From an optimization exercise on the open Yosys and OpenROAD flow, aimed at small area, a short achievable clock period and few clock cycles per item; shortcuts taken in it are not production practice.
In this exercise RTL edits were held to simulation tests only and were not proved equivalent to the original.

==> 01-17 <==
## lane_plan
module lane_plan (
    input  wire               clk,
    input  wire               rst,
    input  wire               ld_valid,
    input  wire        [5:0]  ld_idx,
    input  wire signed [15:0] ld_score,
    input  wire        [15:0] ld_vmod,
    input  wire               ld_ranked,
    input  wire               ld_bok,
    input  wire               ld_set_state,
    input  wire        [1:0]  ld_state,
    input  wire               start,
    input  wire               lane_start,
    input  wire signed [23:0] vref,
    input  wire        [22:0] cap,
    input  wire        [15:0] w_stay,
    input  wire        [1:0]  swap_limit,
    input  wire        [11:0] t_frame,
    output reg                busy,
    output reg                done,
    output reg  signed [23:0] res_err,
    output reg                res_pol_neg,
    output reg                res_clamp,
    output reg                res_ceiling,
    output reg         [21:0] res_level,
    output reg         [15:0] res_vbar,
    output reg                res_edge,
    output reg         [5:0]  res_edge_node,
    output reg         [11:0] res_edge_off,
    input  wire        [5:0]  rd_idx,
    output wire               rd_event,
    output wire        [1:0]  rd_state
);
Settings: LEC_CHECK=0, ABC_CLOCK_PERIOD_IN_PS=6000, CAP_MARGIN=20, CORE_MARGIN=2, CORE_UTILIZATION=55, SETUP_SLACK_MARGIN=5, SLEW_MARGIN=20; clock period 12.0 ns.
run.sh (not shown) runs the stock make flow with config.mk's settings and CLKGATE_MAP_FILE= SYNTH_SCRIPT=/design/flow/synth_recipe.tcl, a recipe that flattens the netlist after the stock synthesis.
==> inputs of 05-10, as changes to 01-17 <==
--- a/flow/design.v
+++ b/flow/design.v
@@ -109,19 +109,19 @@
     input  wire        [22:0] cap,
     input  wire        [15:0] w_stay,
     input  wire        [1:0]  swap_limit,
     input  wire        [11:0] t_frame,
     output reg                busy,
     output reg                done,
     output reg  signed [23:0] res_err,
-    output reg                res_pol_neg,
+    output wire               res_pol_neg,
     output reg                res_clamp,
-    output reg                res_ceiling,
-    output reg         [21:0] res_level,
-    output reg         [15:0] res_vbar,
+    output wire               res_ceiling,
+    output wire        [21:0] res_level,
+    output wire        [15:0] res_vbar,
     output reg                res_edge,
     output reg         [5:0]  res_edge_node,
     output reg         [11:0] res_edge_off,
     input  wire        [5:0]  rd_idx,
     output wire               rd_event,
     output wire        [1:0]  rd_state
 );
@@ -151,26 +151,24 @@
     reg        [1:0]  state_m [0:63];
     reg        [63:0] ranked_m;
     reg        [63:0] bok_m;
     reg        [63:0] chg_m;
     reg        [63:0] wr_m;       
     assign rd_event = chg_m[rd_idx];
     assign rd_state = state_m[rd_idx];
-    reg signed [23:0] err;
-    reg               pol_neg;
     reg        [5:0]  rot;
     reg [4:0]         st;
     reg               fin;         
     wire              idle   = (st == S_IDLE) && !fin;
     wire              ld_go  = idle && ld_valid;
     wire              st_go  = idle && !ld_valid && start;
     reg               res_v;
     reg        [5:0]  res_idx;
     reg signed [15:0] res_sc;
-    wire [5:0]  rp_idx = lq_v ? lq_idx : res_idx;
+    reg  [5:0]  rp_idx;
     wire [15:0] rv     = vmod_m[rp_idx];
     reg               lq_v;
     reg        [5:0]  lq_idx;
     reg        [15:0] lq_vmod;
     reg               lq_rk, lq_oldin;
     reg        [1:0]  lq_snew, lq_sold;
     wire       [1:0]  ld_sold = state_m[ld_idx];
@@ -238,29 +236,31 @@
     reg signed [24:0] d0;          
     reg               ceiling;
     reg               o_v;
     reg        [5:0]  o_idx;
     reg signed [15:0] o_sc;
     reg        [15:0] vo;
     reg               f_ok, f_big;
-    reg               e_div, e_big, sg_neg;
+    reg               e_div, sg_neg;
     reg        [5:0]  f_idx;
     reg        [15:0] fv;
     reg        [15:0] xg;
     reg        [1:0]  dcnt;
     wire ceil_spec = c0;
     reg iss_in, iss_bud, iss_mn, iss_ex, iss_eo;
     always @(*) begin
         iss_in  = ceiling;
         iss_bud = 1'b0;
         iss_mn  = ceiling;
         iss_ex  = 1'b0;
         iss_eo  = 1'b0;
         case (st)
             S_X4: begin iss_in = ceil_spec; iss_mn = ceil_spec; iss_ex = 1'b1; iss_eo = 1'b1; end
+            S_XW: begin iss_in = c0; iss_mn = c0; end
+            S_X3: begin iss_in = c0; iss_mn = c0; iss_bud = 1'b1; end
             S_IDLE, S_XO, S_C1L: begin iss_in = 1'b0; iss_bud = 1'b1; iss_mn = 1'b0; end
             S_C1, S_XI:   begin iss_in = 1'b1; iss_bud = 1'b1; iss_mn = 1'b1; end
             S_I1, S_I3: iss_bud = 1'b1;
             S_I2:       iss_ex  = 1'b1;
             default: ;
         endcase
     end
@@ -359,16 +359,17 @@
         .va(v5[0]), .sa(s5[15:0]),  .ha(h5[0]), .ia(i5[4:0]),
         .vb(v5[1]), .sb(s5[31:16]), .hb(h5[1]), .ib(i5[9:5]),
         .vo(v6), .so(s6), .ho(h6), .io(i6));
     always @(posedge clk) begin
         res_v   <= v6;
         res_idx <= i6;
         res_sc  <= s6;
+        rp_idx  <= ld_go ? ld_idx : i6;
     end
-    wire signed [25:0] vsum_c = {{2{vref[23]}}, vref} + (lane_start ? 26'sd0 : {{2{err[23]}}, err});
+    wire signed [25:0] vsum_c = {{2{vref[23]}}, vref} + (lane_start ? 26'sd0 : {{2{res_err[23]}}, res_err});
     wire               cap_nz = (cap != 23'd0);
     wire        [25:0] vabs   = vsum[25] ? (26'd0 - vsum) : vsum;
     wire        [22:0] av_c   = (vabs > {3'b000, capq}) ? capq : vabs[22:0];
     wire [21:0] v_sel = (p == NEG) ? sum_neg : sum_pos;
     wire               do_swap   = (swaps != slq) && o_v && res_v && (osw > res_sc);
     wire        [22:0] v_swap    = v + vo - rv;
     wire signed [24:0] t_sw   = d0 - $signed({9'd0, rv});    
@@ -396,19 +397,32 @@
     reg  [2:0]  vb_cnt;
     reg         vb_zero;
     wire [6:0]  vb_rem_n;
     wire [17:0] vb_q_n;
     lane_plan_dstep #(.RW(7), .QW(18), .K(3)) u_vbstep (
         .rem(vb_rem), .q(vb_q), .d(vb_d), .rem_o(vb_rem_n), .q_o(vb_q_n));
     wire [15:0] vbar = vb_zero ? 16'd0 : vb_q[15:0];
-    wire signed [25:0] kq     = sg_neg ? -$signed({10'd0, dv_q}) : $signed({10'd0, dv_q});
-    wire signed [25:0] kk     = e_div ? kq :
-                                e_big ? $signed({3'b000, gap} - {10'd0, fv}) : $signed({3'b000, gap});
-    wire signed [25:0] e_raw  = (ceiling ^ (p == NEG)) ? -kk : kk;
+    wire               e_sgn  = ceiling ^ (p == NEG);
+    wire signed [25:0] e_gap  = e_sgn ? -$signed({3'b000, gap}) : $signed({3'b000, gap});
+    wire signed [25:0] e_gfv  = e_sgn ? -$signed({3'b000, gap} - {10'd0, fv})
+                                      : $signed({3'b000, gap} - {10'd0, fv});
+    reg  signed [25:0] e_pre;
+    wire signed [25:0] e_raw  = !e_div ? e_pre :
+                                (e_sgn ^ sg_neg) ? -$signed({10'd0, dv_q}) : $signed({10'd0, dv_q});
     wire signed [25:0] vbar_s = {10'd0, vbar};
+    wire signed [25:0] e_now    = (st == S_M2 && f_big && dwell) ? e_gfv : e_gap;
+    wire signed [25:0] e_sel    = fin ? e_raw : e_now;
+    wire               clamp_hi = (e_sel > vbar_s);
+    wire               clamp_lo = (e_sel < -vbar_s);
+    wire signed [23:0] err_c    = clamp_hi ? vbar_s[23:0] : clamp_lo ? -vbar_s[23:0] : e_sel[23:0];
+    wire               vb_ok    = (vb_cnt == 3'd0);
+    assign res_pol_neg = (p == NEG);
+    assign res_ceiling = ceiling;
+    assign res_level   = v[21:0];
+    assign res_vbar    = vbar;
     reg        c1_en;
     reg [5:0]  c1_idx;
     reg [1:0]  c1_val;
     reg        c2_en;           
     reg [5:0]  c2_idx;
     always @(*) begin
         c1_en  = 1'b0;
@@ -461,71 +475,52 @@
             vb_q   <= vb_q_n;
             vb_cnt <= vb_cnt - 1'b1;
         end
         if (rst) begin
             st      <= S_IDLE;
             fin     <= 1'b0;
             busy    <= 1'b0;
-            err     <= 24'sd0;
-            pol_neg <= 1'b0;
+            res_err <= 24'sd0;
             rot     <= 6'd0;
             vb_cnt  <= 3'd0;
         end else if (fin) begin
-            if (vb_cnt == 3'd0) begin
-                if (e_raw > vbar_s) begin
-                    err       <= vbar_s[23:0];
-                    res_err   <= vbar_s[23:0];
-                    res_clamp <= 1'b1;
-                end else if (e_raw < -vbar_s) begin
-                    err       <= -vbar_s[23:0];
-                    res_err   <= -vbar_s[23:0];
-                    res_clamp <= 1'b1;
-                end else begin
-                    err       <= e_raw[23:0];
-                    res_err   <= e_raw[23:0];
-                    res_clamp <= 1'b0;
-                end
-                pol_neg     <= (p == NEG);
-                res_pol_neg <= (p == NEG);
-                res_ceiling <= ceiling;
-                res_level   <= v[21:0];
-                res_vbar    <= vbar;
-                busy        <= 1'b0;
-                done        <= 1'b1;
-                fin         <= 1'b0;
+            if (vb_ok) begin
+                res_err   <= err_c;
+                res_clamp <= clamp_hi | clamp_lo;
+                busy      <= 1'b0;
+                done      <= 1'b1;
+                fin       <= 1'b0;
             end
         end else begin
             case (st)
             S_IDLE: begin
                 if (st_go) begin
                     busy <= 1'b1;
                     if (lane_start) begin
-                        err     <= 24'sd0;
-                        pol_neg <= 1'b0;
                         rot     <= 6'd0;
                     end else begin
                         rot     <= rot + 1'b1;
                     end
                     vsum <= vsum_c;
                     tq   <= t_frame;
                     capq <= cap;
                     slq  <= swap_limit;
                     if (cap_nz && !vsum_c[25] && vsum_c != 26'sd0) p <= POS;
                     else if (cap_nz && vsum_c[25])                 p <= NEG;
-                    else                     p <= (!lane_start && pol_neg) ? NEG : POS;
+                    else                     p <= (!lane_start && p == NEG) ? NEG : POS;
                     st <= lane_start ? S_C1L : S_C1;
                 end
             end
             S_C1, S_C1L: begin
                 av    <= av_c;
+                c0    <= ({1'b0, v_sel} > av_c);
                 v     <= {1'b0, v_sel};
                 swaps    <= 2'd0;
                 res_edge <= 1'b0;
                 e_div    <= 1'b0;
-                e_big    <= 1'b0;
                 vb_zero <= (cnt == 7'd0);
                 vb_rem  <= {3'b000, sum_rk[21:18]};
                 vb_q    <= sum_rk[17:0];
                 vb_d    <= cnt;
                 vb_cnt  <= 3'd6;
                 st <= (st == S_C1L) ? S_XI : S_XW;
             end
@@ -535,30 +530,30 @@
             S_IW: st <= S_I2;
             S_X3: begin
                 o_v   <= res_v;
                 o_idx <= res_idx;
                 o_sc  <= res_sc;
                 osw   <= res_sc - $signed({2'b00, w_stay});
                 vo    <= rv;
-                c0    <= (v > av);
-                g0    <= (v > av) ? (v - av) : (av - v);
+                g0    <= c0 ? (v - av) : (av - v);
                 d0    <= $signed({2'b00, v}) + $signed({9'd0, rv}) - $signed({2'b00, av});
                 st    <= S_X4;
             end
             S_X4: begin
                 if (do_swap) begin
                     v     <= v_swap;
                     swaps <= swaps + 1'b1;
                 end
                 if (do_swap && (swaps + 2'd1 != slq)) begin
+                    c0 <= t_pos;
                     st <= S_XO;
                 end else begin
                     ceiling <= do_swap ? t_pos : c0;
                     gap     <= do_swap ? (t_sw[24] ? -t_sw[22:0] : t_sw[22:0]) : g0;
-                    st      <= (do_swap && (t_pos == c0)) ? S_I1 : S_I0;
+                    st      <= !do_swap ? S_I2 : (t_pos == c0) ? S_I1 : S_I0;
                 end
             end
             S_I0: st <= S_I1;
             S_I1: st <= S_IW;
             S_I2: begin
                 if (accept) begin
                     v   <= ceiling ? (v - rv) : (v + rv);
@@ -574,16 +569,24 @@
                 f_big <= (gap >= {7'd0, rv});
                 f_idx <= res_idx;
                 fv    <= rv;
                 xg    <= rv - gap[15:0];
                 st    <= S_M1;
             end
             S_M1: begin
+                e_pre <= e_gap;
                 if (!f_ok) begin
-                    fin <= 1'b1;
+                    if (vb_ok) begin
+                        res_err   <= err_c;
+                        res_clamp <= clamp_hi | clamp_lo;
+                        busy      <= 1'b0;
+                        done      <= 1'b1;
+                    end else begin
+                        fin <= 1'b1;
+                    end
                     st  <= S_IDLE;
                 end else if (f_big) begin
                     st <= S_M2;
                 end else begin
                     dv_rem <= n_a[28:12];
                     dv_q   <= {n_a[11:0], 4'b0000};
                     dv_d   <= {fv, 1'b0};
@@ -603,26 +606,40 @@
                     res_edge      <= 1'b1;
                     res_edge_node <= f_idx;
                     res_edge_off  <= a_val;
                     sg_neg        <= sd[17];
                     dv_d          <= {5'd0, tq};
                     dv_d3         <= {7'd0, tq} + {6'd0, tq, 1'b0};
                     if (f_big) begin
-                        e_big <= 1'b1;
-                        fin   <= 1'b1;
+                        e_pre <= e_gfv;
+                        if (vb_ok) begin
+                        res_err   <= err_c;
+                        res_clamp <= clamp_hi | clamp_lo;
+                        busy      <= 1'b0;
+                        done      <= 1'b1;
+                    end else begin
+                        fin <= 1'b1;
+                    end
                         st    <= S_IDLE;
                     end else begin
                         e_div  <= 1'b1;
                         dv_rem <= {9'd0, dvd[15:8]};
                         dv_q   <= {dvd[7:0], 8'd0};
                         dcnt   <= 2'd1;
                         st     <= S_DD;
                     end
                 end else begin
-                    fin <= 1'b1;
+                    if (vb_ok) begin
+                        res_err   <= err_c;
+                        res_clamp <= clamp_hi | clamp_lo;
+                        busy      <= 1'b0;
+                        done      <= 1'b1;
+                    end else begin
+                        fin <= 1'b1;
+                    end
                     st  <= S_IDLE;
                 end
             end
             S_DD: begin
                 dv_rem <= dv_rem_n;
                 dv_q   <= dv_q_n;
                 dcnt   <= dcnt - 1'b1;
--- a/flow/config.mk
+++ b/flow/config.mk
@@ -5,9 +5,11 @@
 export SDC_FILE = /design/flow/constraint.sdc
 export NUM_CORES = 4
 export LEC_CHECK = 0
 export ABC_CLOCK_PERIOD_IN_PS = 6000
 export CAP_MARGIN = 20
 export CORE_MARGIN = 2
 export CORE_UTILIZATION = 55
+export CTS_CLUSTER_DIAMETER = 60
+export CTS_CLUSTER_SIZE = 16
 export SETUP_SLACK_MARGIN = 5
 export SLEW_MARGIN = 20
==> flow_summary_export.csv <==
group,metric,value,unit
run_status,status,"complete, no violations",
clock_network,clk_latency,1.03,ns
setup_path,cp_slowest_stage_delay,0.32,ns
routing,via_per_inst,6.42,
synthesis,synth_xor_area_frac,0.0303,
placed_design,pre_cts_ws,3.06,ns
power_and_ir_drop,power.share.clock,0.174,
# the run above: 05-10

==> flow_summary_export.csv <==
group,metric,value,unit
run_status,status,"complete, no violations",
routing,via_per_inst,6.51,
cells_and_area,mostFrequentLayoutCells,"edfxtp_1 (2608), inv_1 (2018), ha_1 (1662), nor2_1 (1412), a21oi_1 (1352)",
clock_network,clk_latency,1.04,ns
power_and_ir_drop,power.share.clock,0.173,
routing,wl_met1,317,mm
synthesis,synth_xor_area_frac,0.0278,
cells_and_area,layout.nonclk_buf_frac,0.0431,
synthesis,yosys-mux-area-fraction,0.0690,
setup_path,cp_slowest_stage_delay,0.90,ns
placed_design,pre_cts_ws,2.98,ns
routing,top_layer,"met5",
# the run above: 01-17

Testbench counts of 01-17, summed over its fixed seeds: cycles 69,057, frames 800.
Testbench counts of 05-10, summed over its fixed seeds: cycles 67,268, frames 800.

## afterwards: timing with drivers on the ports
In the flow no input, the clock included, has a driving cell. The finished layouts below were timed again as built, in two steps. Step 1: set_driving_cell puts a clkbuf_16 on clk and a buf_2 on each other input, an assumption about the parent block. Step 2 moves the port delays by t, midway between the first and last clock arrival at a register: inputs arrive t later, outputs are due t later. That takes back most of the time a late clock gives input paths. a / b / c = ideal ports / drivers / drivers and shift; a / b = the first two.
run | shift t [ns] | setup WS [ns] | worst setup path at the end
01-17 | 1.111 | 4.894 / 4.801 / 4.277 | input to register
05-10 | 1.088 | 4.893 / 4.749 / 4.430 | input to register
After both steps setup and hold are still met in every run listed. For 01-17, which loses most, drivers alone change the setup slack by -0.093 ns; drivers and shift together by -0.617 ns.
